Source: an optimization exercise on an open RTL-to-GDS flow (aim: small area, a short achievable clock period and few clock cycles). Production flows keep margins and buffers that such runs may drop.
In this exercise RTL edits were held to simulation tests only and were not proved equivalent to the original.
Power figures rest on the tool's default switching activity, not on a simulated workload.

$ cat design/flow/run.sh
#!/bin/bash
# synth_recipe.tcl (not shown) runs the flow's synth.tcl, then flattens the netlist and writes it again
# the make line also repeats each setting of config.mk as NAME=value (left out here)
make -C /OpenROAD-flow-scripts/flow DESIGN_CONFIG=/design/flow/config.mk WORK_HOME=/design/flow/orfs CLKGATE_MAP_FILE= SYNTH_SCRIPT=/design/flow/synth_recipe.tcl finish
$ cat design/flow/config.mk
export PLATFORM = sky130hd
export DESIGN_NAME = angle_step
export DESIGN_NICKNAME = angle_step
export VERILOG_FILES = /design/flow/design.v
export SDC_FILE = /design/flow/constraint.sdc
export NUM_CORES = 4
export LEC_CHECK = 0
export CAP_MARGIN = 20
export CORE_MARGIN = 2
export CORE_UTILIZATION = 40
export PLACE_DENSITY = 0.6
export SLEW_MARGIN = 20
$ cat design/flow/constraint.sdc
create_clock -name core_clock -period 14.0 [get_ports {clk}]
set_input_delay 2.8000 -clock core_clock [delete_from_list [all_inputs] [get_ports {clk}]]
set_output_delay 2.8000 -clock core_clock [all_outputs]
set_load 0.01 [all_outputs]
$ cat design/flow/design.v
module angle_step (
    input  wire        clk,
    input  wire        rst,         
    input  wire        cfg_we,
    input  wire [4:0]  cfg_k,
    input  wire        s_valid,
    output wire        s_ready,
    input  wire [63:0] s_time,      
    input  wire [63:0] s_pos,       
    output wire        r_valid,
    input  wire        r_ready,
    output wire [31:0] r_angle,     
    output wire [63:0] r_time,      
    output wire [31:0] late_cnt,
    output wire [31:0] ovs_cnt,
    output wire        idle
);
    localparam [63:0] LATE_TICKS = 64'd24_000_000;   
    localparam [63:0] MIN_GAP    = 64'd12_000;       
    localparam [2:0] S_IDLE  = 3'd0,
                     S_STEP  = 3'd1,
                     S_MUL   = 3'd2,
                     S_DIV   = 3'd3,
                     S_CHECK = 3'd4,
                     S_OUT   = 3'd5;
    reg [2:0]   state;
    reg [4:0]   k;
    reg         have_prev;
    reg [63:0]  t_a, p_a;           
    reg [63:0]  t_b, p_b;           
    reg         hw_valid;
    reg [63:0]  hw;                 
    reg         last_valid;
    reg [63:0]  last_tc;            
    reg [63:0]  n;                  
    reg [63:0]  n_last;             
    reg [63:0]  mcand;              
    reg [63:0]  mplier;             
    reg [127:0] prod;
    reg [6:0]   cnt;
    reg [63:0]  divisor;            
    reg [64:0]  rem;
    reg [63:0]  quot;               
    reg [31:0]  late_r, ovs_r;
    reg [31:0]  r_angle_q;
    reg [63:0]  r_time_q;
    wire [4:0]  shift = 5'd32 - k;
    wire signed [63:0] p_b_sh = $signed(p_b) >>> shift;      
    wire signed [63:0] s_pos_sh = $signed(s_pos) >>> shift;
    wire [63:0] n_lo_new = p_b_sh + 64'd1;
    wire [63:0] n_hi_new = s_pos_sh;
    wire [63:0] hw_next  = hw + 64'd1;
    wire        use_hw   = hw_valid && ($signed(hw_next) > $signed(n_lo_new));
    wire [63:0] s_n      = n << shift;
    wire        forward  = $signed(p_b) > $signed(p_a);
    wire [64:0] rem_sh   = {rem[63:0], quot[63]};
    wire [64:0] rem_sub  = rem_sh - {1'b0, divisor};
    wire [63:0] tc       = t_a + quot;
    wire        is_late  = (t_b - tc) > LATE_TICKS;
    wire        is_ovs   = last_valid && ((tc - last_tc) < MIN_GAP);
    assign s_ready  = (state == S_IDLE);
    assign idle     = (state == S_IDLE);
    assign r_valid  = (state == S_OUT);
    assign r_angle  = r_angle_q;
    assign r_time   = r_time_q;
    assign late_cnt = late_r;
    assign ovs_cnt  = ovs_r;
    always @(posedge clk) begin
        if (rst) begin
            state      <= S_IDLE;
            k          <= 5'd10;
            have_prev  <= 1'b0;
            t_a        <= 64'd0;
            p_a        <= 64'd0;
            t_b        <= 64'd0;
            p_b        <= 64'd0;
            hw_valid   <= 1'b0;
            hw         <= 64'd0;
            last_valid <= 1'b0;
            last_tc    <= 64'd0;
            n          <= 64'd0;
            n_last     <= 64'd0;
            mcand      <= 64'd0;
            mplier     <= 64'd0;
            prod       <= 128'd0;
            cnt        <= 7'd0;
            divisor    <= 64'd0;
            rem        <= 65'd0;
            quot       <= 64'd0;
            late_r     <= 32'd0;
            ovs_r      <= 32'd0;
            r_angle_q  <= 32'd0;
            r_time_q   <= 64'd0;
        end else begin
            case (state)
            S_IDLE: begin
                if (cfg_we) begin
                    if (cfg_k >= 5'd6 && cfg_k <= 5'd16)
                        k <= cfg_k;
                    hw_valid   <= 1'b0;
                    last_valid <= 1'b0;
                end else if (s_valid) begin
                    if (!have_prev) begin
                        have_prev <= 1'b1;
                        t_b       <= s_time;
                        p_b       <= s_pos;
                    end else if (s_time > t_b) begin
                        t_a    <= t_b;
                        p_a    <= p_b;
                        t_b    <= s_time;
                        p_b    <= s_pos;
                        n      <= use_hw ? hw_next : n_lo_new;
                        n_last <= n_hi_new;
                        state  <= S_STEP;
                    end
                end
            end
            S_STEP: begin
                if (!forward || $signed(n) > $signed(n_last)) begin
                    state <= S_IDLE;
                end else begin
                    mcand   <= s_n - p_a;
                    mplier  <= t_b - t_a;
                    prod    <= 128'd0;
                    divisor <= p_b - p_a;
                    cnt     <= 7'd0;
                    state   <= S_MUL;
                end
            end
            S_MUL: begin
                if (mplier[0])
                    prod <= prod + ({64'd0, mcand} << cnt[5:0]);
                mplier <= mplier >> 1;
                cnt    <= cnt + 7'd1;
                if (cnt == 7'd63) begin
                    cnt   <= 7'd0;
                    state <= S_DIV;
                end
            end
            S_DIV: begin
                if (cnt == 7'd0) begin
                    rem  <= {1'b0, ((prod + {65'd0, divisor[63:1]}) >> 64)};
                    quot <= prod[63:0] + {1'b0, divisor[63:1]};
                    cnt  <= 7'd1;
                end else begin
                    if (!rem_sub[64]) begin
                        rem  <= rem_sub;
                        quot <= {quot[62:0], 1'b1};
                    end else begin
                        rem  <= rem_sh;
                        quot <= {quot[62:0], 1'b0};
                    end
                    cnt <= cnt + 7'd1;
                    if (cnt == 7'd64)
                        state <= S_CHECK;
                end
            end
            S_CHECK: begin
                hw_valid <= 1'b1;
                hw       <= n;
                n        <= n + 64'd1;
                if (is_late) begin
                    if (late_r != 32'hFFFF_FFFF)
                        late_r <= late_r + 32'd1;
                    state <= S_STEP;
                end else if (is_ovs) begin
                    if (ovs_r != 32'hFFFF_FFFF)
                        ovs_r <= ovs_r + 32'd1;
                    state <= S_STEP;
                end else begin
                    last_valid <= 1'b1;
                    last_tc    <= tc;
                    r_angle_q  <= s_n[31:0];
                    r_time_q   <= tc;
                    state      <= S_OUT;
                end
            end
            S_OUT: begin
                if (r_ready)
                    state <= S_STEP;
            end
            default: state <= S_IDLE;
            endcase
        end
    end
endmodule
==> results.txt <==
path summary, 6_finish.rpt:
kind	start	endpoint	slack [ps]	cells past startpoint
worst min-delay path	p_a[62]$_SDFFE_PP0P_	p_a[62]$_SDFFE_PP0P_	450	2
worst min register to register	p_a[62]$_SDFFE_PP0P_	p_a[62]$_SDFFE_PP0P_	450	2
worst max-delay path	k[0]$_SDFFE_PP0P_	n[20]$_SDFFE_PP0P_	2650	37
worst max register to register	k[0]$_SDFFE_PP0P_	n[20]$_SDFFE_PP0P_	2650	37
state kept, by name (all words and copies together), names as in the netlist:
signal and flops:
cnt 7, divisor 64, have_prev 1, hw 64, hw_valid 1, k 5
last_tc 64, last_valid 1, late_r 32, mcand 64, mplier 64, n 64
n_last 64, ovs_r 32, p_a 64, p_b 64, prod 128, quot 64
r_angle_q 32, rem 64, state 3, t_a 64, t_b 64
area by class of cell:
cell class / instances / area share
multi-input cells: 11100 / 0.667
flip-flops and latches: 1074 / 0.192
well taps: 3348 / 0.0374
clock buffers: 199 / 0.0370
repair buffers: 430 / 0.0366
inverters: 656 / 0.0220
clock inverters: 59 / 0.00741
diodes: 23 / 0.000513
where the power goes:
group	leakage [nW]	internal, mW	switching [mW]	total [mW]
Clock	2.43	2.36	1.61	3.96
Combinational	33.6	2.59	4.41	7.00
Sequential	8.67	3.20	0.301	3.50
Total	44.7	8.14	6.31	14.5
cell usage in the layout (no fill, tap or decap), types with 418 or more instances in the layout:
master,Yosys,layout
nand2_1,1834,1832
a21oi_1,1346,1345
nor2_1,1286,1277
dfxtp_1,1074,1067
ha_1,817,816
o21ai_0,697,697
inv_1,651,651
mux2i_1,459,459
a21o_1,447,447
xnor2_1,421,418
tightest hold or removal path, stage by stage, from the launching register on:
cell and delay, ps:
dfxtp_1 310, nand2_1 50, a21oi_1 50
routing by layer:
layer,track usage,part of all wire
met5,0,0.000097
met4,0.155,0.057
met3,0.0442,0.067
met2,0.497,0.45
met1,0.401,0.42
stage by stage:
| stage | total power, mW | std cells | utilization |
|---|---|---|---|
| finish | 14.5 | 16900 | 0.445 |
| global route | 15.2 | 16900 | 0.445 |
| CTS | 14.4 | 16800 | 0.445 |
| detailed placement | 10.4 | 16600 | 0.425 |
| floorplan | 8.30 | 13600 | - |
| global placement | 10.4 | 16600 | 0.425 |
logic make-up (layout without fill, tap and decap cells):
logic type / after synthesis / count (layout) / share of synthesized area
DFF: 1074 / 1074 / 0.212
and+or+nand+nor: 4934 / 4934 / 0.224
other: 0 / 23 / 0
adders and majority gates: 834 / 834 / 0.103
xor gates and xnor gates: 701 / 701 / 0.0612
muxes: 810 / 810 / 0.110
AOI/OAI and AO/OA: 3801 / 3801 / 0.236
buffers and inverters: 1413 / 1344 / 0.0536
==> flow_summary.toml <==
[logic_synthesis]
ys_ff_latch = 1074
synth_area_per_cell_um2 = 7.48
netlist_area_um2 = 102000
synth_edf_count = 0
ys_top_cells_by_count = "nand2_1 (1834), a21oi_1 (1346), nor2_1 (1286)"
synth_area_leaders = "dfxtp_1 (21%), ha_1 (10%), nand2_1 (6.8%)"
yosys.area.top_type = "dfxtp_1"
yosysWarnings = 2
yosysTopAreaCellShare = 0.212
synth_cells = 13600
synth_nets = 14500
synth_flop_cell = "dfxtp_1"
synth-async-reset-ratio = 0
ys_types = 114
synth_most_common_cell = "nand2_1"
yosysSeqAreaShare = 0.212

[sta]
relSlewSlack = 0.146
worst_pin_slew_ps = 1270
fin_tns_setup_ps = 0
final_max_slew_viol_count = 0
fin_crit_ps = 11350
hold_violations = 0
fin_skew_ps = 59.4
finalCritPeriodShare = 0.811
max_freq_mhz = 88.1
grt_setup_unrepaired = "false"
setup_violations = 0
fin_hold_ws_ps = 453
fin_ws_ps = 2650

[placement]
placed_area_um2 = 107000
hpwl_um = 326000
io_buffers = 300
gp_congestion = 1.06
dp_slack_ps = 2860

[final_layout]
final_cell_area_um2 = 112000
area_growth_pct = 10.5
multi_input_area_um2 = 74800
drive_gt1_frac = 0.0665
ff_latch_area_um2 = 21500
fin_nets = 14300
fill_cells = 26000

[worst_setup_path]
slowest_delay_ps = 1010
cp.required_ps = 14750
cp-start-kind = "register"
critical_path.max_fanout = 107
cp_data_arrival_time_ps = 12100
worst-path-buf-inv = 5
cp_top_family = "simple AND/OR/NAND/NOR gates"
cp_slowest_cell = "ha_4"
endpoint_kind = "register"
setup.worst_path.class = "reg -> reg"
cpMostUsedCell = "a21oi_1"

[clocking]
post_cts_buffers = 0
cts_hold_buffers = 0
clk_pin_slew_ps = 60
clock-sinks = 1074
cts_max_path_buffers = 3
cts_made_buffers = 141
cts_tree = "built"
cts_root_buf = "clkbuf_16"
clk_latency_ps = 840
cts-resized-gates = 0
htree_levels = 4

[grt]
antenna_found_initial = 30
grt_pass1_vias = 95200
grt_pass1_wl_um = 613000
grt_overflow = 0
grt_max_degree = 184
grtUsageTotal = 0.308

[pwr]
p_per_area_nw_per_um2 = 129
ir_worst_vdd_mv = 0.255
p_leak_nw = 44.7

[drt]
drtIter0Drc = 9631
drc = 0
ant_nets = 0
dr.pass1.iters = 8
via_per_inst = 6.02
wl_per_cell_um = 24.5
vias = 102000
routed_wirelength_um = 413000

[outcome]
status = "timing/DRC/antenna clean"

[floorplan]
coreArea_um2 = 252000
num_rows = 184
io_pins = 301
start_util = 0.403
die_w_um = 508
die_h_um = 508
dieArea_um2 = 258000

[min_path]
hold_class = "reg -> reg"

[run]
cap_violations = 0
Testbench counts, summed over its fixed seeds: cycles 2,194,638.

## afterwards: timing with drivers on the ports
In the flow no input, the clock included, has a driving cell. The finished layout below was timed again as built, in two steps. Step 1 sets driving cells, clkbuf_16 on the clock port and buf_2 on the other inputs (assumed; they add their load-dependent delay and slew). Step 2 times the ports against the registers' clock, not the clock port: input delays grow and output delays shrink by t, the midpoint of the rising clock arrivals with the driver on. Three values: ideal ports, drivers, drivers and shift; two values: the first two.
t (ns): 0.917
setup slack, ns: 2.648 / 2.648 / 2.648
hold WS [ns]: 0.453 / 0.453 / 0.453
After both steps setup and hold are still met in this run. The setup slack of this run moves by 0.000 ns with the drivers and by 0.000 ns with both steps.
